Context: an optimization exercise on an open-source flow, tuned for small area, a short achievable clock period and few clock cycles per item. The choices shown serve that exercise and are no tape-out recipe.
Where RTL was checked, it was by simulation tests only, not by an equivalence proof against the original.
Only the layout flow was run in run 3; the RTL was not checked for function there.

<file path="design.v">
module ce_aes_sbox (
    input  wire [7:0] sbox_in,
    output wire [7:0] sbox_out
);
  wire U0 = sbox_in[7], U1 = sbox_in[6], U2 = sbox_in[5], U3 = sbox_in[4];
  wire U4 = sbox_in[3], U5 = sbox_in[2], U6 = sbox_in[1], U7 = sbox_in[0];
  wire T1;
  ce_aes_gx g_T1 (.a(U0), .b(U3), .y(T1));
  wire T2;
  ce_aes_gx g_T2 (.a(U0), .b(U5), .y(T2));
  wire T3;
  ce_aes_gx g_T3 (.a(U0), .b(U6), .y(T3));
  wire T4;
  ce_aes_gx g_T4 (.a(U3), .b(U5), .y(T4));
  wire T5;
  ce_aes_gx g_T5 (.a(U4), .b(U6), .y(T5));
  wire T6;
  ce_aes_gx g_T6 (.a(T1), .b(T5), .y(T6));
  wire T7;
  ce_aes_gx g_T7 (.a(U1), .b(U2), .y(T7));
  wire T8;
  ce_aes_gx g_T8 (.a(U7), .b(T6), .y(T8));
  wire T9;
  ce_aes_gx g_T9 (.a(U7), .b(T7), .y(T9));
  wire T10;
  ce_aes_gx g_T10 (.a(T6), .b(T7), .y(T10));
  wire T11;
  ce_aes_gx g_T11 (.a(U1), .b(U5), .y(T11));
  wire T12;
  ce_aes_gx g_T12 (.a(U2), .b(U5), .y(T12));
  wire T13;
  ce_aes_gx g_T13 (.a(T3), .b(T4), .y(T13));
  wire T14;
  ce_aes_gx g_T14 (.a(T6), .b(T11), .y(T14));
  wire T15;
  ce_aes_gx g_T15 (.a(T5), .b(T11), .y(T15));
  wire T16;
  ce_aes_gx g_T16 (.a(T5), .b(T12), .y(T16));
  wire T17;
  ce_aes_gx g_T17 (.a(T9), .b(T16), .y(T17));
  wire T18;
  ce_aes_gx g_T18 (.a(U3), .b(U7), .y(T18));
  wire T19;
  ce_aes_gx g_T19 (.a(T7), .b(T18), .y(T19));
  wire T20;
  ce_aes_gx g_T20 (.a(T1), .b(T19), .y(T20));
  wire T21;
  ce_aes_gx g_T21 (.a(U6), .b(U7), .y(T21));
  wire T22;
  ce_aes_gx g_T22 (.a(T7), .b(T21), .y(T22));
  wire T23;
  ce_aes_gx g_T23 (.a(T2), .b(T22), .y(T23));
  wire T24;
  ce_aes_gx g_T24 (.a(T2), .b(T10), .y(T24));
  wire T25;
  ce_aes_gx g_T25 (.a(T20), .b(T17), .y(T25));
  wire T26;
  ce_aes_gx g_T26 (.a(T3), .b(T16), .y(T26));
  wire T27;
  ce_aes_gx g_T27 (.a(T1), .b(T12), .y(T27));
  wire M1;
  ce_aes_gnand g_M1 (.a(T13), .b(T6), .y(M1));
  wire M2;
  ce_aes_gnand g_M2 (.a(T23), .b(T8), .y(M2));
  wire M3;
  ce_aes_gxn g_M3 (.a(T14), .b(M1), .y(M3));
  wire M4;
  ce_aes_gnand g_M4 (.a(T19), .b(U7), .y(M4));
  wire M5;
  ce_aes_gx g_M5 (.a(M4), .b(M1), .y(M5));
  wire M6;
  ce_aes_gnand g_M6 (.a(T3), .b(T16), .y(M6));
  wire M7;
  ce_aes_gnand g_M7 (.a(T22), .b(T9), .y(M7));
  wire M8;
  ce_aes_gxn g_M8 (.a(T26), .b(M6), .y(M8));
  wire M9;
  ce_aes_gnand g_M9 (.a(T20), .b(T17), .y(M9));
  wire M10;
  ce_aes_gx g_M10 (.a(M9), .b(M6), .y(M10));
  wire M11;
  ce_aes_gnand g_M11 (.a(T1), .b(T15), .y(M11));
  wire M12;
  ce_aes_gnand g_M12 (.a(T4), .b(T27), .y(M12));
  wire M13;
  ce_aes_gx g_M13 (.a(M12), .b(M11), .y(M13));
  wire M14;
  ce_aes_gnand g_M14 (.a(T2), .b(T10), .y(M14));
  wire M15;
  ce_aes_gx g_M15 (.a(M14), .b(M11), .y(M15));
  wire M16;
  ce_aes_gxn g_M16 (.a(M3), .b(M2), .y(M16));
  wire M17;
  ce_aes_gx g_M17 (.a(M5), .b(T24), .y(M17));
  wire M18;
  ce_aes_gxn g_M18 (.a(M8), .b(M7), .y(M18));
  wire M19;
  ce_aes_gx g_M19 (.a(M10), .b(M15), .y(M19));
  wire M20;
  ce_aes_gx g_M20 (.a(M16), .b(M13), .y(M20));
  wire M21;
  ce_aes_gx g_M21 (.a(M17), .b(M15), .y(M21));
  wire M22;
  ce_aes_gx g_M22 (.a(M18), .b(M13), .y(M22));
  wire M23;
  ce_aes_gx g_M23 (.a(M19), .b(T25), .y(M23));
  wire M24;
  ce_aes_gxn g_M24 (.a(M22), .b(M23), .y(M24));
  wire M25;
  ce_aes_gnand g_M25 (.a(M22), .b(M20), .y(M25));
  wire M26;
  ce_aes_gx g_M26 (.a(M21), .b(M25), .y(M26));
  wire M27;
  ce_aes_gxn g_M27 (.a(M20), .b(M21), .y(M27));
  wire M28;
  ce_aes_gx g_M28 (.a(M23), .b(M25), .y(M28));
  wire M29;
  ce_aes_gnor g_M29 (.a(M28), .b(M27), .y(M29));
  wire M30;
  ce_aes_gnor g_M30 (.a(M26), .b(M24), .y(M30));
  wire M31;
  ce_aes_gnand g_M31 (.a(M20), .b(M23), .y(M31));
  wire M32;
  ce_aes_gnor g_M32 (.a(M27), .b(M31), .y(M32));
  wire M33;
  ce_aes_gx g_M33 (.a(M27), .b(M25), .y(M33));
  wire M34;
  ce_aes_gnand g_M34 (.a(M21), .b(M22), .y(M34));
  wire M35;
  ce_aes_gnor g_M35 (.a(M24), .b(M34), .y(M35));
  wire M36;
  ce_aes_gx g_M36 (.a(M24), .b(M25), .y(M36));
  wire M37;
  ce_aes_gx g_M37 (.a(M21), .b(M29), .y(M37));
  wire M38;
  ce_aes_gx g_M38 (.a(M32), .b(M33), .y(M38));
  wire M39;
  ce_aes_gx g_M39 (.a(M23), .b(M30), .y(M39));
  wire M40;
  ce_aes_gx g_M40 (.a(M35), .b(M36), .y(M40));
  wire M41;
  ce_aes_gx g_M41 (.a(M38), .b(M40), .y(M41));
  wire M42;
  ce_aes_gx g_M42 (.a(M37), .b(M39), .y(M42));
  wire M43;
  ce_aes_gx g_M43 (.a(M37), .b(M38), .y(M43));
  wire M44;
  ce_aes_gx g_M44 (.a(M39), .b(M40), .y(M44));
  wire M45;
  ce_aes_gx g_M45 (.a(M42), .b(M41), .y(M45));
  wire M46;
  ce_aes_gnand g_M46 (.a(M44), .b(T6), .y(M46));
  wire M47;
  ce_aes_gnand g_M47 (.a(M40), .b(T8), .y(M47));
  wire M48;
  ce_aes_gnand g_M48 (.a(M39), .b(U7), .y(M48));
  wire M49;
  ce_aes_gnand g_M49 (.a(M43), .b(T16), .y(M49));
  wire M50;
  ce_aes_gnand g_M50 (.a(M38), .b(T9), .y(M50));
  wire M51;
  ce_aes_gnand g_M51 (.a(M37), .b(T17), .y(M51));
  wire M52;
  ce_aes_gnand g_M52 (.a(M42), .b(T15), .y(M52));
  wire M53;
  ce_aes_gnand g_M53 (.a(M45), .b(T27), .y(M53));
  wire M54;
  ce_aes_gnand g_M54 (.a(M41), .b(T10), .y(M54));
  wire M55;
  ce_aes_gnand g_M55 (.a(M44), .b(T13), .y(M55));
  wire M56;
  ce_aes_gnand g_M56 (.a(M40), .b(T23), .y(M56));
  wire M57;
  ce_aes_gnand g_M57 (.a(M39), .b(T19), .y(M57));
  wire M58;
  ce_aes_gnand g_M58 (.a(M43), .b(T3), .y(M58));
  wire M59;
  ce_aes_gnand g_M59 (.a(M38), .b(T22), .y(M59));
  wire M60;
  ce_aes_gnand g_M60 (.a(M37), .b(T20), .y(M60));
  wire M61;
  ce_aes_gnand g_M61 (.a(M42), .b(T1), .y(M61));
  wire M62;
  ce_aes_gnand g_M62 (.a(M45), .b(T4), .y(M62));
  wire M63;
  ce_aes_gnand g_M63 (.a(M41), .b(T2), .y(M63));
  wire L0;
  ce_aes_gx g_L0 (.a(M61), .b(M62), .y(L0));
  wire L1;
  ce_aes_gx g_L1 (.a(M50), .b(M56), .y(L1));
  wire L2;
  ce_aes_gx g_L2 (.a(M46), .b(M48), .y(L2));
  wire L3;
  ce_aes_gx g_L3 (.a(M47), .b(M55), .y(L3));
  wire L4;
  ce_aes_gx g_L4 (.a(M54), .b(M58), .y(L4));
  wire L5;
  ce_aes_gx g_L5 (.a(M49), .b(M61), .y(L5));
  wire L6;
  ce_aes_gxn g_L6 (.a(M62), .b(L5), .y(L6));
  wire L7;
  ce_aes_gxn g_L7 (.a(M46), .b(L3), .y(L7));
  wire L8;
  ce_aes_gx g_L8 (.a(M51), .b(M59), .y(L8));
  wire L9;
  ce_aes_gx g_L9 (.a(M52), .b(M53), .y(L9));
  wire L10;
  ce_aes_gxn g_L10 (.a(M53), .b(L4), .y(L10));
  wire L11;
  ce_aes_gxn g_L11 (.a(M60), .b(L2), .y(L11));
  wire L12;
  ce_aes_gx g_L12 (.a(M48), .b(M51), .y(L12));
  wire L13;
  ce_aes_gxn g_L13 (.a(M50), .b(L0), .y(L13));
  wire L14;
  ce_aes_gx g_L14 (.a(M52), .b(M61), .y(L14));
  wire L15;
  ce_aes_gxn g_L15 (.a(M55), .b(L1), .y(L15));
  wire L16;
  ce_aes_gxn g_L16 (.a(M56), .b(L0), .y(L16));
  wire L17;
  ce_aes_gxn g_L17 (.a(M57), .b(L1), .y(L17));
  wire L18;
  ce_aes_gxn g_L18 (.a(M58), .b(L8), .y(L18));
  wire L19;
  ce_aes_gxn g_L19 (.a(M63), .b(L4), .y(L19));
  wire L20;
  ce_aes_gx g_L20 (.a(L0), .b(L1), .y(L20));
  wire L21;
  ce_aes_gx g_L21 (.a(L1), .b(L7), .y(L21));
  wire L22;
  ce_aes_gx g_L22 (.a(L3), .b(L12), .y(L22));
  wire L23;
  ce_aes_gx g_L23 (.a(L18), .b(L2), .y(L23));
  wire L24;
  ce_aes_gx g_L24 (.a(L15), .b(L9), .y(L24));
  wire L25;
  ce_aes_gx g_L25 (.a(L6), .b(L10), .y(L25));
  wire L26;
  ce_aes_gx g_L26 (.a(L7), .b(L9), .y(L26));
  wire L27;
  ce_aes_gx g_L27 (.a(L8), .b(L10), .y(L27));
  wire L28;
  ce_aes_gx g_L28 (.a(L11), .b(L14), .y(L28));
  wire L29;
  ce_aes_gx g_L29 (.a(L11), .b(L17), .y(L29));
  ce_aes_gx g_S0 (.a(L6), .b(L24), .y(sbox_out[7]));
  ce_aes_gxn g_S1 (.a(L16), .b(L26), .y(sbox_out[6]));
  ce_aes_gxn g_S2 (.a(L19), .b(L28), .y(sbox_out[5]));
  ce_aes_gx g_S3 (.a(L6), .b(L21), .y(sbox_out[4]));
  ce_aes_gx g_S4 (.a(L20), .b(L22), .y(sbox_out[3]));
  ce_aes_gx g_S5 (.a(L25), .b(L29), .y(sbox_out[2]));
  ce_aes_gxn g_S6 (.a(L13), .b(L27), .y(sbox_out[1]));
  ce_aes_gxn g_S7 (.a(L6), .b(L23), .y(sbox_out[0]));
endmodule
module ce_aes_gx (input wire a, input wire b, output wire y);
  assign y = a ^ b;
endmodule
module ce_aes_gxn (input wire a, input wire b, output wire y);
  assign y = ~(a ^ b);
endmodule
module ce_aes_gnand (input wire a, input wire b, output wire y);
  assign y = ~(a & b);
endmodule
module ce_aes_gnor (input wire a, input wire b, output wire y);
  assign y = ~(a | b);
endmodule
module ce_aes (
    input  wire         clk,
    input  wire         rst,        
    input  wire         start,
    input  wire         key_256,    
    input  wire [255:0] key,
    input  wire [127:0] din,
    output wire         ready,
    output reg          done,
    output reg  [127:0] dout
);
  reg          bsy1;       
  reg          lst1;       
  reg  [3:0]   rnd1;       
  reg          k2561;
  reg  [127:0] s;          
  reg  [127:0] ka1;        
  reg  [127:0] kb1;        
  reg  [31:0]  gw1;        
  reg          bsy2;
  reg          lst2;
  reg  [3:0]   rnd2;
  reg          k2562;
  reg  [127:0] p;          
  reg  [127:0] ka2;
  reg  [127:0] kb2;
  reg  [31:0]  g2;         
  reg          rdy;
  assign ready = rdy;
  function [7:0] xtime;
    input [7:0] a;
    xtime = {a[6:0], 1'b0} ^ (a[7] ? 8'h1b : 8'h00);
  endfunction
  function [31:0] rotw;
    input [31:0] w;
    rotw = {w[23:0], w[31:24]};
  endfunction
  function [7:0] rcon_f;
    input [3:0] i;
    case (i)
      4'd1:    rcon_f = 8'h01;
      4'd2:    rcon_f = 8'h02;
      4'd3:    rcon_f = 8'h04;
      4'd4:    rcon_f = 8'h08;
      4'd5:    rcon_f = 8'h10;
      4'd6:    rcon_f = 8'h20;
      4'd7:    rcon_f = 8'h40;
      4'd8:    rcon_f = 8'h80;
      4'd9:    rcon_f = 8'h1b;
      4'd10:   rcon_f = 8'h36;
      default: rcon_f = 8'h00;
    endcase
  endfunction
  genvar n;
  wire [127:0] sb;    
  generate
    for (n = 0; n < 16; n = n + 1) begin : g_sbox
      ce_aes_sbox u_sb (.sbox_in(s[127-8*n -: 8]), .sbox_out(sb[127-8*n -: 8]));
    end
  endgenerate
  wire [127:0] sr;
  generate
    for (n = 0; n < 16; n = n + 1) begin : g_shift
      localparam integer R = n % 4;
      localparam integer C = n / 4;
      localparam integer SRC = 4 * ((C + R) % 4) + R;
      assign sr[127-8*n -: 8] = sb[127-8*SRC -: 8];
    end
  endgenerate
  wire [31:0] g_sub;
  ce_aes_sbox u_ks0 (.sbox_in(gw1[31:24]), .sbox_out(g_sub[31:24]));
  ce_aes_sbox u_ks1 (.sbox_in(gw1[23:16]), .sbox_out(g_sub[23:16]));
  ce_aes_sbox u_ks2 (.sbox_in(gw1[15:8]),  .sbox_out(g_sub[15:8]));
  ce_aes_sbox u_ks3 (.sbox_in(gw1[7:0]),   .sbox_out(g_sub[7:0]));
  wire        use_rot = k2562 ? rnd2[0] : 1'b1;
  wire [3:0]  rc_idx  = k2562 ? ((rnd2 + 4'd1) >> 1) : rnd2;
  wire [7:0]  rc      = use_rot ? rcon_f(rc_idx) : 8'h00;
  wire [31:0] p0 = ka2[127:96] ^ {rc, 24'h000000};
  wire [31:0] p1 = p0 ^ ka2[95:64];
  wire [31:0] p2 = p1 ^ ka2[63:32];
  wire [31:0] p3 = p2 ^ ka2[31:0];
  wire [127:0] kexp = {p0 ^ g2, p1 ^ g2, p2 ^ g2, p3 ^ g2};
  wire [127:0] rk = k2562 ? kb2 : kexp;
  wire next_rot = !k2562 || !rnd2[0];
  wire [127:0] round_out;
  generate
    for (n = 0; n < 4; n = n + 1) begin : g_mix
      wire [7:0] a0 = p[127-32*n -: 8];
      wire [7:0] a1 = p[119-32*n -: 8];
      wire [7:0] a2 = p[111-32*n -: 8];
      wire [7:0] a3 = p[103-32*n -: 8];
      wire [7:0] t  = a0 ^ a1 ^ a2 ^ a3;
      wire [7:0] m  = lst2 ? 8'h00 : 8'hff;
      wire [31:0] k = rk[127-32*n -: 32];
      assign round_out[127-32*n -: 32] =
          {a0 ^ k[31:24] ^ (m & (t ^ xtime(a0 ^ a1))),
           a1 ^ k[23:16] ^ (m & (t ^ xtime(a1 ^ a2))),
           a2 ^ k[15:8]  ^ (m & (t ^ xtime(a2 ^ a3))),
           a3 ^ k[7:0]   ^ (m & (t ^ xtime(a3 ^ a0)))};
    end
  endgenerate
  wire ld  = !bsy2 || lst2;
  wire acc = start && rdy;
  wire       bsy1_n  = ld ? acc : bsy2;
  wire       k2561_n = ld ? key_256 : k2562;
  wire [3:0] rnd1_n  = ld ? 4'd1 : rnd2 + 4'd1;
  wire [3:0] nr_m1   = k2562 ? 4'd13 : 4'd9;
  wire       lst1_n  = !ld && (rnd2 == nr_m1);
  wire       rdy_n   = (!bsy1 || lst1) &&
                       !(bsy1_n && k2561_n && (rnd1_n < 4'd5));
  always @(posedge clk) begin
    if (rst) begin
      bsy1 <= 1'b0;
      bsy2 <= 1'b0;
      lst1 <= 1'b0;
      lst2 <= 1'b0;
      rdy  <= 1'b1;
      done <= 1'b0;
    end else begin
      bsy1 <= bsy1_n;
      lst1 <= lst1_n;
      bsy2 <= bsy1;
      lst2 <= lst1;
      rdy  <= rdy_n;
      done <= bsy2 && lst2;
    end
  end
  always @(posedge clk) begin
    p     <= sr;
    g2    <= g_sub;
    ka2   <= ka1;
    kb2   <= kb1;
    rnd2  <= rnd1;
    k2562 <= k2561;
    dout  <= round_out;
    rnd1  <= rnd1_n;
    k2561 <= k2561_n;
    if (ld) begin
      s   <= din ^ key[255:128];
      ka1 <= key[255:128];
      kb1 <= key[127:0];
      gw1 <= rotw(key_256 ? key[31:0] : key[159:128]);
    end else begin
      s   <= round_out;
      ka1 <= k2562 ? kb2 : kexp;
      kb1 <= kexp;
      gw1 <= next_rot ? rotw(kexp[31:0]) : kexp[31:0];   
    end
  end
endmodule
</file>
<file path="run.sh">
#!/bin/bash
# synth_recipe.tcl (not shown) runs the flow's synth.tcl, then flattens the netlist and writes it again
# the make line also repeats each setting of config.mk as NAME=value (left out here)
make -C /OpenROAD-flow-scripts/flow DESIGN_CONFIG=/design/flow/config.mk WORK_HOME=/design/flow/orfs CLKGATE_MAP_FILE= SYNTH_SCRIPT=/design/flow/synth_recipe.tcl finish
</file>
<file path="config.mk">
export PLATFORM = sky130hd
export DESIGN_NAME = ce_aes
export DESIGN_NICKNAME = ce_aes
export VERILOG_FILES = /design/flow/design.v
export SDC_FILE = /design/flow/constraint.sdc
export NUM_CORES = 4
export LEC_CHECK = 0
export ABC_CLOCK_PERIOD_IN_PS = 4000
export CAP_MARGIN = 20
export CORE_MARGIN = 2
export CORE_UTILIZATION = 50
export GPL_ROUTABILITY_DRIVEN = 1
export GPL_TIMING_DRIVEN = 1
export PLACE_DENSITY = 0.65
export SETUP_SLACK_MARGIN = 5
export SLEW_MARGIN = 20
export SYNTH_HIERARCHICAL = 1
export SYNTH_MINIMUM_KEEP_SIZE = 0
</file>
<file path="constraint.sdc">
create_clock -name core_clock -period 10.0 [get_ports {clk}]
set_input_delay 2.0000 -clock core_clock [delete_from_list [all_inputs] [get_ports {clk}]]
set_output_delay 2.0000 -clock core_clock [all_outputs]
set_load 0.01 [all_outputs]
</file>
==> key figures, run 1 <==
Status
  • Status: timing/DRC/antenna clean

Route
  • Routed Antenna Nets: 0
  • Vias: 42,000
  • Metal-1 WL: 82,300 um
  • Routed len/inst: 23.3 um
  • DR iter-0 viols: 3,387
  • Drt first pass iters: 6
  • Met3 WL: 11,700 um
  • # DRC: 0
  • WL met2: 85,500 um
  • Drt via density: 5.17
  • Uppermost layer routed: met5
  • DRT Wirelength: 189,000 um

STA
  • Final setup vio count: 0
  • Clock Skew: 0.0409 ns
  • Pins over their slew limit: 0
  • Tcrit/Tclk final: 0.480
  • Hold Vio Cnt, Final: 0
  • Fmax: 208 MHz
  • Fin crit period: 4.80 ns
  • Final WS setup: 5.20 ns
  • Worst-margin pin slew: 1.20 ns
  • Final setup TNS: 0 ns
  • Setup repair after global routing missed its margin: yes
  • Relative slew slack: 0.197

Global route
  • Largest net degree at the start of global routing: 158
  • Initial antenna violation count: 7
  • Vias in the first global route: 41,400
  • Global Route Usage Sum: 0.314
  • Global-route wire length before repair: 271,000 um
  • Global route overflow: 0

Cells and area
  • Fillers: 9,751
  • Fraction of layout cells with a size suffix above 1: 0.0762
  • Area of the multi-input gates: 37,800 um^2
  • Syn-to-layout area delta: 20.3%
  • Register area: 19,500 um^2
  • Nets: 6,923
  • Post-layout util: 0.608

Synthesis
  • FFs w/ async S/R, synth: 0
  • Post-Syn Area: 56,900 um^2
  • Ys Warns: 7
  • Top FF cell, synth: dfxtp_1
  • Post-synthesis cell type count: 87
  • Post-Syn Instances: 6,042
  • Mapped Avg Cell Area: 9.42 um^2
  • Synthesized Nets: 6,432
  • Register area share after synthesis: 0.343
  • Number of synthesized flops with an enable pin: 0
  • Post-synthesis sequential element count: 976

Critical path
  • CP top delay family: XOR/XNOR gates
  • Critical path launch point type: flop
  • CP Capture Type: flop
  • Crit path max fanout: 5
  • Type of the worst setup path: reg -> reg
  • Crit-path slowest cell: dfxtp_1
  • CP cell instances: xor2_2, xor2_2, xor2_1, nand2_1, xor2_1, xor2_1, xor2_1, xnor2_1, xor2_1, xor2_1, xor2_1, xor2_1, nand2_1, xor2_1, xor2_1, xor2_1
  • Arr. time, crit path: 5.43 ns
  • Worst Path Buf+Inv: 0
  • CP required: 10.64 ns
  • Max incr delay on CP: 0.45 ns
  • Worst path most repeated cell: xor2_1

Place
  • Routability-driven placement congestion ratio: 0.984
  • Hpwl dp: 153,000 um
  • Pre-CTS setup slack: 4.82 ns
  • I/O Buffers: 517

Die
  • Die Span Y: 341 um
  • Io pins: 518
  • Die Wd: 341 um
  • Initial Utilization: 0.505
  • # rows: 123
  • Die ar.: 117,000 um^2
  • Core Region: 113,000 um^2

Clock tree
  • TritonCTS Sinks: 976
  • CTS tree: built
  • H-tree Lvls: 3
  • Root buffer cell: clkbuf_16
  • Clock Path Buffers: 3
  • CTS Buf Count: 107
  • Clk pin slew, worst setup/hold paths: 0.06 ns
  • Skew-Pair Late Insertion Delay: 0.73 ns
  • Hold buffer count at cts: 0

Min path
  • Hold Path Class: reg -> reg

Job
  • Maxcap violations: 0
## state kept, by name, indices dropped and copies added (netlist names), 4 cells and up
register	cells
s	128
kb1	128
gw1	32
rnd2	4
ka2	128
ka1	128
g2	32
kb2	128
rnd1	4
p	128
dout	128
## timing repair
item	in CTS	in global routing
pin swaps	0	1
gates resized for setup	10	139
setup endpoints to repair	18	154
setup buffers	0	0
## layout make-up
cell class,instances,area share
Antenna cell,4,0.000146
Clock buffer,130,0.0426
Clock inverter,69,0.0125
Inverter,18,0.00102
Multi-Input combinational cell,4885,0.552
Sequential cell,976,0.286
Tap cell,1500,0.0274
Timing Repair Buffer,545,0.0788
## path summary, 6_finish.rpt
| kind | startpoint | end | slack, ns | depth (start not counted) |
|---|---|---|---|---|
| max | s[111] | p[43] | 5.20 | 16 |
| min reg2reg | ka1[36] | ka2[36] | 0.31 | 0 |
| min | ka1[36] | ka2[36] | 0.31 | 0 |
| max reg2reg | s[111] | p[43] | 5.20 | 16 |
## per-module statistics from Yosys (local to each module, per instance), excerpt
module | flops+latches | copies in the design | cell area, um^2 | cells inside
ce_aes_gnand | 0 | 600 | 3.75 | 1
ce_aes_gnor | 0 | 80 | 3.75 | 1
ce_aes | 976 | 1 | 37900 | 3482
ce_aes_gx | 0 | 1480 | 8.76 | 1
ce_aes_gxn | 0 | 400 | 8.76 | 1
## per-layer routing
| metal | vias up | track usage |
|---|---|---|
| met5 | - | 0 |
| met2 | 1466 | 0.502 |
| met1 | 20100 | 0.423 |
| met4 | 6 | 0.144 |
| met3 | 308 | 0.0424 |
| li1 | 20200 | - |
## layout by cell type, fill, tap and decap left out, drive strengths merged, types with 29 or more instances in the layout
master	netlist	layout
clkbuf	108	130
clkdlybuf4s50	0	516
xnor3	114	114
mux2	96	96
nor2	300	300
nand2	1070	1070
a21oi	96	96
dfxtp	976	976
inv	18	37
o21ai	257	257
xnor2	773	773
buf	55	29
mux2i	81	81
xor2	1801	1801
## cell usage after synthesis, types with 5 or more instances
cell | n | area, um^2
inv_1 | 17 | 63.8
nor3_1 | 20 | 100
nand4_1 | 9 | 56.3
mux2i_1 | 81 | 811
clkbuf_1 | 108 | 405
o21a_1 | 11 | 82.6
nand3_1 | 18 | 90.1
dfxtp_1 | 976 | 19500
o21ai_0 | 253 | 1270
nand2b_1 | 10 | 62.6
buf_6 | 6 | 67.6
nand2_1 | 1070 | 4020
o31ai_1 | 12 | 90.1
xnor3_1 | 114 | 2570
nor2_1 | 300 | 1130
xnor2_2 | 9 | 146
a41oi_1 | 6 | 52.6
and3_1 | 13 | 81.3
mux2_2 | 96 | 1080
and2_1 | 12 | 75.1
or3_1 | 16 | 100
a211oi_1 | 21 | 158
a21oi_1 | 94 | 470
buf_1 | 33 | 124
a22oi_1 | 5 | 37.5
xor3_1 | 21 | 499
xor2_1 | 1798 | 15700
buf_2 | 13 | 65.1
or4_1 | 7 | 52.6
a31oi_1 | 16 | 100
xnor2_1 | 763 | 6680
nor2b_1 | 8 | 50.1
## kinds of logic (layout without fill, tap and decap cells)
kind of cell,Yosys count,count (layout),synth area share
other cells,0,4,0
simple gates,1506,1506,0.106
mux,177,177,0.0332
buf+inv,181,762,0.0132
compound gates,491,491,0.0525
flops,976,976,0.343
fa+ha+maj,2,2,0.000440
xor+xnor,2709,2709,0.452
## per-stage QoR
stage / hold slack [ns] / cell area, um^2 / instances
2_1_floorplan: 0.310 / 56900 / 6042
3_3_place_gp: 0.310 / 63500 / 7924
3_5_place_dp: 0.312 / 63500 / 7924
4_1_cts: 0.320 / 67400 / 8123
5_1_grt: 0.328 / 68400 / 8123
6_report: 0.311 / 68500 / 8127
Testbench counts, summed over its fixed seeds: cycles 35,450, blocks 3,200.
==> run 2, diff against run 1 <==
--- a/config.mk
+++ b/config.mk
@@ -5,14 +5,12 @@
 export SDC_FILE = /design/flow/constraint.sdc
 export NUM_CORES = 4
 export LEC_CHECK = 0
-export ABC_CLOCK_PERIOD_IN_PS = 4000
 export CAP_MARGIN = 20
 export CORE_MARGIN = 2
 export CORE_UTILIZATION = 50
 export GPL_ROUTABILITY_DRIVEN = 1
 export GPL_TIMING_DRIVEN = 1
 export PLACE_DENSITY = 0.65
-export SETUP_SLACK_MARGIN = 5
 export SLEW_MARGIN = 20
 export SYNTH_HIERARCHICAL = 1
 export SYNTH_MINIMUM_KEEP_SIZE = 0
==> key figures, run 2 <==
Status
  • Status: timing/DRC/antenna clean

STA
  • Setup repair after global routing missed its margin: no
  • Clock Skew: 0.0469 ns (+0.00600 ns)
  • Fin crit period: 5.25 ns (+0.454 ns)
  • Hold Vio Cnt, Final: 0 (unchanged)
  • Relative slew slack: 0.200 (+0.00269)
  • Worst-margin pin slew: 1.19 ns (-0.00401 ns)
  • Fmax: 190 MHz (-8.6%)
  • Final WS setup: 4.75 ns (-0.454 ns)
  • Tcrit/Tclk final: 0.525 (+0.0454)
  • Final setup TNS: 0 ns (unchanged)
  • Pins over their slew limit: 0 (unchanged)
  • Final setup vio count: 0 (unchanged)

Global route
  • Global-route wire length before repair: 271,000 um (about the same)
  • Initial antenna violation count: 6 (-1)
  • Global route overflow: 0 (unchanged)
  • Global Route Usage Sum: 0.314 (about the same)
  • Largest net degree at the start of global routing: 158 (unchanged)
  • Vias in the first global route: 41,400 (-0.14%)

Cells and area
  • Final Non-Filler Cells: 8,128 (+0.012%)
  • Most frequent cells in the layout: 1,798 x xor2_1, 1,069 x nand2_1, 974 x dfxtp_1
  • Nets: 6,923 (unchanged)
  • Fraction of layout cells with a size suffix above 1: 0.0548 (-0.0214)
  • Fillers: 9,887 (+1.4%)
  • Most common cell after layout, fill and taps aside: xor2_1
  • Syn-to-layout area delta: 18.3%

Synthesis
  • Count leader, synth: xor2_1
  • Top-area cell type share of the netlist area: 0.343 (unchanged)
  • Mapped Avg Cell Area: 9.42 um^2 (unchanged)
  • Number of synthesized flops with an enable pin: 0 (unchanged)
  • Post-synthesis sequential element count: 976 (unchanged)
  • Dominant cells by area after synthesis: dfxtp_1 34%, xor2_1 28%, xnor2_1 12%
  • Register area share after synthesis: 0.343 (unchanged)
  • Post-Syn Instances: 6,042 (unchanged)
  • Area leader, netlist: dfxtp_1
  • List of most frequent post-synthesis cells: 1,798 x xor2_1, 1,070 x nand2_1, 976 x dfxtp_1
  • Ys Warns: 7 (unchanged)
  • Post-Syn Area: 56,900 um^2 (unchanged)
  • Synthesized Nets: 6,432 (unchanged)
  • FFs w/ async S/R, synth: 0 (unchanged)
  • Post-synthesis cell type count: 87 (unchanged)
  • Top FF cell, synth: dfxtp_1

Clock tree
  • Skew-Pair Late Insertion Delay: 0.73 ns (about the same)
  • H-tree Lvls: 3 (unchanged)
  • TritonCTS Sinks: 976 (unchanged)
  • CTS Buf Count: 107 (unchanged)
  • Cts repair resizes: 0 (-10)
  • Clk pin slew, worst setup/hold paths: 0.07 ns (about the same)
  • Root buffer cell: clkbuf_16
  • Hold buffer count at cts: 0 (unchanged)
  • Post-CTS Setup Repair Bufs: 0 (unchanged)
  • Clock Path Buffers: 3 (unchanged)
  • CTS tree: built

Place
  • Hpwl dp: 153,000 um (unchanged)
  • I/O Buffers: 517 (unchanged)
  • Pre-CTS setup slack: 4.82 ns (unchanged)
  • Routability-driven placement congestion ratio: 0.984 (unchanged)
  • Placed cells: 7,924 (unchanged)

Route
  • Drt via density: 5.16 (-0.15%)
  • Vias: 42,000 (-0.13%)
  • DR iter-0 viols: 3,190 (-5.8%)
  • Routed len/inst: 23.2 um (-0.57%)
  • Drt first pass iters: 8 (+2)
  • # DRC: 0 (unchanged)
  • Routed Antenna Nets: 0 (unchanged)
  • DRT Wirelength: 188,000 um (-0.56%)

Die
  • Die Wd: 341 um (unchanged)
  • # rows: 123 (unchanged)
  • Die ar.: 117,000 um^2 (unchanged)
  • Initial Utilization: 0.505 (unchanged)
  • Io pins: 518 (unchanged)
  • Core Region: 113,000 um^2 (unchanged)
  • Die Span Y: 341 um (unchanged)

Critical path
  • CP required: 10.67 ns (+0.03 ns)
  • R2R setup slack: 4.75 ns (-0.45 ns)
  • Worst Path Buf+Inv: 0 (unchanged)
  • CP cell instances: xor2_1, xor2_1, xor2_1, nand2_1, xor2_1, xor2_1, xor2_1, xnor2_1, xor2_1, xor2_1, xor2_1, xor2_1, nand2_1, xnor2_1, xor2_1, xor2_1
  • CP Capture Type: flop
  • Worst path most repeated cell: xor2_1
  • Crit-path slowest cell: xor2_1
  • CP startpoint: s[79]
  • CP top delay family: XOR/XNOR gates
  • Critical path launch point type: flop
  • Max incr delay on CP: 0.51 ns (+0.06 ns)
  • RR Startpoint: s[79]
  • Type of the worst setup path: reg -> reg
  • Crit path max fanout: 5 (unchanged)
  • Arr. time, crit path: 5.92 ns (+0.49 ns)

Min path
  • HP Start: ka1[33]
  • Hold Path Class: reg -> reg

Job
  • Maxcap violations: 0 (unchanged)
-- run 2: cell counts after synthesis --
Identical to the previous run, type by type.
-- run 2: kinds of logic (layout without fill, tap and decap cells) --
group                    Yosys count  in the layout  share of synthesized area
AND/OR/NAND/NOR                 1506           1506                      0.106
adder cells (fa/ha/maj)            2              2                   0.000440
other                              0              5                          0
XOR/XNOR                        2709           2709                      0.452
AO/OA/AOI/OAI                    491            491                     0.0525
buffers and inverters            181            762                     0.0132
flip-flops                       976            976                      0.343
multiplexers                     177            177                     0.0332
-- run 2: final timing paths --
path                  end  cells after the start
setup reg to reg    p[10]                     16
hold / removal    ka2[33]                      0
hold reg to reg   ka2[33]                      0
setup / recovery    p[10]                     16
-- run 2: per-stage QoR --
step           hold slack, ns   util  instance area [um^2]
2_1_floorplan           0.310      -                 56900
3_3_place_gp            0.310  0.564                 63500
3_5_place_dp            0.312  0.564                 63500
4_1_cts                 0.320  0.597                 67300
5_1_grt                 0.328  0.597                 67300
6_report                0.308  0.598                 67300
-- run 2: Yosys stat by module, one instance, submodules excluded, excerpt --
module | cell area (um^2) | times used | flops+latches
ce_aes | 37900 | 1 | 976
ce_aes_gnor | 3.75 | 80 | 0
ce_aes_gnand | 3.75 | 600 | 0
ce_aes_gx | 8.76 | 1480 | 0
ce_aes_gxn | 8.76 | 400 | 0
-- run 2: layer usage --
layer | track usage | wire (um) | part of all wire | vias to the layer above
met5 | 0 | 38 | 0.00020 | -
met4 | 0.144 | 9720 | 0.052 | 8
met3 | 0.0424 | 11500 | 0.061 | 305
met2 | 0.502 | 84700 | 0.45 | 1436
met1 | 0.423 | 82400 | 0.44 | 20000
li1 | - | - | - | 20300
-- run 2: final cells by class --
cell class	count	area, um^2	area share
sequential	976	19500	0.290
antenna	5	12.5	0.000186
multi-input combinational	4885	36600	0.544
inverter	18	70.1	0.00104
clock buffer	130	2910	0.0433
clock inverter	69	853	0.0127
tap	1500	1880	0.0279
timing repair buffer	545	5390	0.0801
==> run 3, diff against run 2 <==
--- a/design.v
+++ b/design.v
@@ -276,23 +276,15 @@
     output reg          done,
     output reg  [127:0] dout
 );
-  reg          bsy1;       
-  reg          lst1;       
-  reg  [3:0]   rnd1;       
-  reg          k2561;
-  reg  [127:0] s;          
-  reg  [127:0] ka1;        
-  reg  [127:0] kb1;        
-  reg  [31:0]  gw1;        
-  reg          bsy2;
-  reg          lst2;
-  reg  [3:0]   rnd2;
-  reg          k2562;
-  reg  [127:0] p;          
-  reg  [127:0] ka2;
-  reg  [127:0] kb2;
-  reg  [31:0]  g2;         
-  reg          rdy;
+  reg          busy;       
+  reg          last;       
+  reg          rdy;        
+  reg  [3:0]   rnd;        
+  reg          k256;
+  reg  [127:0] state;
+  reg  [127:0] ka;         
+  reg  [127:0] kb;         
+  reg  [31:0]  gw;         
   assign ready = rdy;
   function [7:0] xtime;
     input [7:0] a;
@@ -318,11 +310,27 @@
       default: rcon_f = 8'h00;
     endcase
   endfunction
-  genvar n;
+  wire        use_rot = k256 ? rnd[0] : 1'b1;
+  wire [3:0]  rc_idx  = k256 ? ((rnd + 4'd1) >> 1) : rnd;
+  wire [7:0]  rc      = use_rot ? rcon_f(rc_idx) : 8'h00;
+  wire [31:0] g_sub;
+  ce_aes_sbox u_ks0 (.sbox_in(gw[31:24]), .sbox_out(g_sub[31:24]));
+  ce_aes_sbox u_ks1 (.sbox_in(gw[23:16]), .sbox_out(g_sub[23:16]));
+  ce_aes_sbox u_ks2 (.sbox_in(gw[15:8]),  .sbox_out(g_sub[15:8]));
+  ce_aes_sbox u_ks3 (.sbox_in(gw[7:0]),   .sbox_out(g_sub[7:0]));
+  wire [31:0] g_out = g_sub ^ {rc, 24'h000000};
+  wire [31:0] p0 = ka[127:96];
+  wire [31:0] p1 = p0 ^ ka[95:64];
+  wire [31:0] p2 = p1 ^ ka[63:32];
+  wire [31:0] p3 = p2 ^ ka[31:0];
+  wire [127:0] kexp = {p0 ^ g_out, p1 ^ g_out, p2 ^ g_out, p3 ^ g_out};
+  wire [127:0] rk = k256 ? kb : kexp;
+  wire next_rot = !k256 || !rnd[0];
   wire [127:0] sb;    
+  genvar n;
   generate
     for (n = 0; n < 16; n = n + 1) begin : g_sbox
-      ce_aes_sbox u_sb (.sbox_in(s[127-8*n -: 8]), .sbox_out(sb[127-8*n -: 8]));
+      ce_aes_sbox u_sb (.sbox_in(state[127-8*n -: 8]), .sbox_out(sb[127-8*n -: 8]));
     end
   endgenerate
   wire [127:0] sr;
@@ -334,30 +342,15 @@
       assign sr[127-8*n -: 8] = sb[127-8*SRC -: 8];
     end
   endgenerate
-  wire [31:0] g_sub;
-  ce_aes_sbox u_ks0 (.sbox_in(gw1[31:24]), .sbox_out(g_sub[31:24]));
-  ce_aes_sbox u_ks1 (.sbox_in(gw1[23:16]), .sbox_out(g_sub[23:16]));
-  ce_aes_sbox u_ks2 (.sbox_in(gw1[15:8]),  .sbox_out(g_sub[15:8]));
-  ce_aes_sbox u_ks3 (.sbox_in(gw1[7:0]),   .sbox_out(g_sub[7:0]));
-  wire        use_rot = k2562 ? rnd2[0] : 1'b1;
-  wire [3:0]  rc_idx  = k2562 ? ((rnd2 + 4'd1) >> 1) : rnd2;
-  wire [7:0]  rc      = use_rot ? rcon_f(rc_idx) : 8'h00;
-  wire [31:0] p0 = ka2[127:96] ^ {rc, 24'h000000};
-  wire [31:0] p1 = p0 ^ ka2[95:64];
-  wire [31:0] p2 = p1 ^ ka2[63:32];
-  wire [31:0] p3 = p2 ^ ka2[31:0];
-  wire [127:0] kexp = {p0 ^ g2, p1 ^ g2, p2 ^ g2, p3 ^ g2};
-  wire [127:0] rk = k2562 ? kb2 : kexp;
-  wire next_rot = !k2562 || !rnd2[0];
   wire [127:0] round_out;
   generate
     for (n = 0; n < 4; n = n + 1) begin : g_mix
-      wire [7:0] a0 = p[127-32*n -: 8];
-      wire [7:0] a1 = p[119-32*n -: 8];
-      wire [7:0] a2 = p[111-32*n -: 8];
-      wire [7:0] a3 = p[103-32*n -: 8];
+      wire [7:0] a0 = sr[127-32*n -: 8];
+      wire [7:0] a1 = sr[119-32*n -: 8];
+      wire [7:0] a2 = sr[111-32*n -: 8];
+      wire [7:0] a3 = sr[103-32*n -: 8];
       wire [7:0] t  = a0 ^ a1 ^ a2 ^ a3;
-      wire [7:0] m  = lst2 ? 8'h00 : 8'hff;
+      wire [7:0] m  = last ? 8'h00 : 8'hff;
       wire [31:0] k = rk[127-32*n -: 32];
       assign round_out[127-32*n -: 32] =
           {a0 ^ k[31:24] ^ (m & (t ^ xtime(a0 ^ a1))),
@@ -366,52 +359,35 @@
            a3 ^ k[7:0]   ^ (m & (t ^ xtime(a3 ^ a0)))};
     end
   endgenerate
-  wire ld  = !bsy2 || lst2;
-  wire acc = start && rdy;
-  wire       bsy1_n  = ld ? acc : bsy2;
-  wire       k2561_n = ld ? key_256 : k2562;
-  wire [3:0] rnd1_n  = ld ? 4'd1 : rnd2 + 4'd1;
-  wire [3:0] nr_m1   = k2562 ? 4'd13 : 4'd9;
-  wire       lst1_n  = !ld && (rnd2 == nr_m1);
-  wire       rdy_n   = (!bsy1 || lst1) &&
-                       !(bsy1_n && k2561_n && (rnd1_n < 4'd5));
+  wire [3:0] nr_m1 = k256 ? 4'd13 : 4'd9;
   always @(posedge clk) begin
     if (rst) begin
-      bsy1 <= 1'b0;
-      bsy2 <= 1'b0;
-      lst1 <= 1'b0;
-      lst2 <= 1'b0;
+      busy <= 1'b0;
+      last <= 1'b0;
       rdy  <= 1'b1;
       done <= 1'b0;
     end else begin
-      bsy1 <= bsy1_n;
-      lst1 <= lst1_n;
-      bsy2 <= bsy1;
-      lst2 <= lst1;
-      rdy  <= rdy_n;
-      done <= bsy2 && lst2;
+      done <= busy && last;
+      busy <= start || !rdy;
+      last <= !rdy && (rnd == nr_m1);
+      rdy  <= (!start && rdy) || (!rdy && (rnd == nr_m1));
     end
   end
   always @(posedge clk) begin
-    p     <= sr;
-    g2    <= g_sub;
-    ka2   <= ka1;
-    kb2   <= kb1;
-    rnd2  <= rnd1;
-    k2562 <= k2561;
-    dout  <= round_out;
-    rnd1  <= rnd1_n;
-    k2561 <= k2561_n;
-    if (ld) begin
-      s   <= din ^ key[255:128];
-      ka1 <= key[255:128];
-      kb1 <= key[127:0];
-      gw1 <= rotw(key_256 ? key[31:0] : key[159:128]);
+    dout <= round_out;
+    if (rdy) begin
+      k256  <= key_256;
+      rnd   <= 4'd1;
+      state <= din ^ key[255:128];
+      ka    <= key[255:128];
+      kb    <= key[127:0];
+      gw    <= rotw(key_256 ? key[31:0] : key[159:128]);
     end else begin
-      s   <= round_out;
-      ka1 <= k2562 ? kb2 : kexp;
-      kb1 <= kexp;
-      gw1 <= next_rot ? rotw(kexp[31:0]) : kexp[31:0];   
+      rnd   <= rnd + 4'd1;
+      state <= round_out;
+      ka    <= k256 ? kb : kexp;
+      kb    <= kexp;
+      gw    <= next_rot ? rotw(kexp[31:0]) : kexp[31:0];   
     end
   end
 endmodule
--- a/config.mk
+++ b/config.mk
@@ -5,12 +5,14 @@
 export SDC_FILE = /design/flow/constraint.sdc
 export NUM_CORES = 4
 export LEC_CHECK = 0
+export ABC_CLOCK_PERIOD_IN_PS = 4000
 export CAP_MARGIN = 20
 export CORE_MARGIN = 2
 export CORE_UTILIZATION = 50
 export GPL_ROUTABILITY_DRIVEN = 1
 export GPL_TIMING_DRIVEN = 1
 export PLACE_DENSITY = 0.65
+export SETUP_SLACK_MARGIN = 5
 export SLEW_MARGIN = 20
 export SYNTH_HIERARCHICAL = 1
 export SYNTH_MINIMUM_KEEP_SIZE = 0
==> key figures, run 3 <==
Place
  • Routability-driven placement congestion ratio: 0.978 (-0.65%)
  • I/O Buffers: 517 (unchanged)
  • Hpwl dp: 136,000 um (-11%)

Synthesis
  • Synthesized Nets: 5,662 (-12%)
  • Ys Warns: 7 (unchanged)
  • Top FF cell, synth: dfxtp_1
  • Count leader, synth: xor2_1
  • Number of synthesized flops with an enable pin: 1 (+1)
  • Mapped Avg Cell Area: 8.80 um^2 (-6.6%)
  • Post-Syn Area: 46,400 um^2 (-19%)
  • Dominant cells by area after synthesis: xor2_1 33%, dfxtp_1 24%, xnor2_1 18%
  • Post-synthesis cell type count: 58 (-33%)
  • Post-Syn Instances: 5,268 (-13%)
  • Area leader, netlist: xor2_1
  • Top-area cell type share of the netlist area: 0.332 (-0.0113)
  • FFs w/ async S/R, synth: 0 (unchanged)
  • Post-synthesis sequential element count: 553 (-43%)
  • List of most frequent post-synthesis cells: 1,757 x xor2_1, 944 x xnor2_1, 801 x nand2_1
  • Register area share after synthesis: 0.239 (-0.104)

Die
  • Die Span Y: 308 um (-9.6%)
  • Die Wd: 308 um (-9.6%)
  • Initial Utilization: 0.505 (about the same)
  • # rows: 111 (-9.8%)
  • Io pins: 518 (unchanged)

Global route
  • Largest net degree at the start of global routing: 179

STA
  • GRT worst endpoint: state[124]$_DFF_P_/D
  • WEP type: sequential cell input

Clock tree
  • CTS Buf Count: 70 (-35%)
  • Root buffer cell: clkbuf_16
  • Clock Path Buffers: 3 (unchanged)
  • Hold buffer count at cts: 0 (unchanged)
  • H-tree Lvls: 3 (unchanged)
  • TritonCTS Sinks: 553 (-43%)

Status
  • Last stage: global routing
  • Stop err: [ERROR DPL-0038] Utilization greater than 100%, impossible to legalize
  • Status: aborted with a tool error
## run 3: timing repair
item / in CTS
gates resized for setup: 2170
setup endpoints to repair: 536
pin swaps: 1020
setup buffers: 1142
## run 3: worst min path at each step
stage                       to  slack, ns  cells past startpoint
after CTS                 done       0.42                      2
after detailed placement  done       0.42                      2
after global placement    done       0.41                      2
after floorplan           done       0.40                      2
## run 3: cell families after synthesis
family          count (synthesis)  synth area share
xor+xnor                     2762             0.538
simple gates                 1160            0.0971
compound gates                331            0.0401
fa+ha+maj                       6           0.00162
flops                         553             0.239
buf+inv                       152            0.0131
mux                           304            0.0711
## run 3: per-stage QoR
step	area (um^2)	std cells	worst slack, ns	util
2_1_floorplan	51000	5268	4.61	-
3_3_place_gp	57400	6921	3.14	0.625
3_5_place_dp	57400	6921	3.05	0.625
4_1_cts	83800	8192	4.22	0.913
## run 3: per-module statistics from Yosys (local to each module, per instance), excerpt
module        cells  area (um^2)  flops+latches
ce_aes         2708        27300            553
ce_aes_gx         1         8.76              0
ce_aes_gxn        1         8.76              0
ce_aes_gnand      1         3.75              0
ce_aes_gnor       1         3.75              0

-- static timing again, ports no longer ideal --
Ports are ideal in the flow. The routed layouts listed here were re-timed in OpenROAD.
Step 1 (the two cells are an assumption about what drives the block):
set clk [get_ports {clk}]
set_driving_cell -lib_cell sky130_fd_sc_hd__clkbuf_16 $clk
set_driving_cell -lib_cell sky130_fd_sc_hd__buf_2 [delete_from_list [all_inputs] $clk]
Step 2 adds t to the input delays and takes it off the output delays; t is the mean of the earliest and latest rising clock arrival at the registers after step 1. Input paths then give back, and output paths get back, about the clock's delay inside the block.
Three values: ideal ports, drivers, drivers and shift; two values: the first two.
run | t, ns | setup slack, ns | hold slack, ns | slew at the worst register clock pin (ns) | worst slew at a driven data input, ns
run 1 | 0.790 | 5.202 / 5.202 / 5.202 | 0.311 / 0.311 / 0.311 | 0.07 / 0.07 | 0.08
run 2 | 0.786 | 4.748 / 4.748 / 4.748 | 0.308 / 0.308 / 0.308 | 0.07 / 0.07 | 0.08
After both steps setup and hold are still met in every run listed.
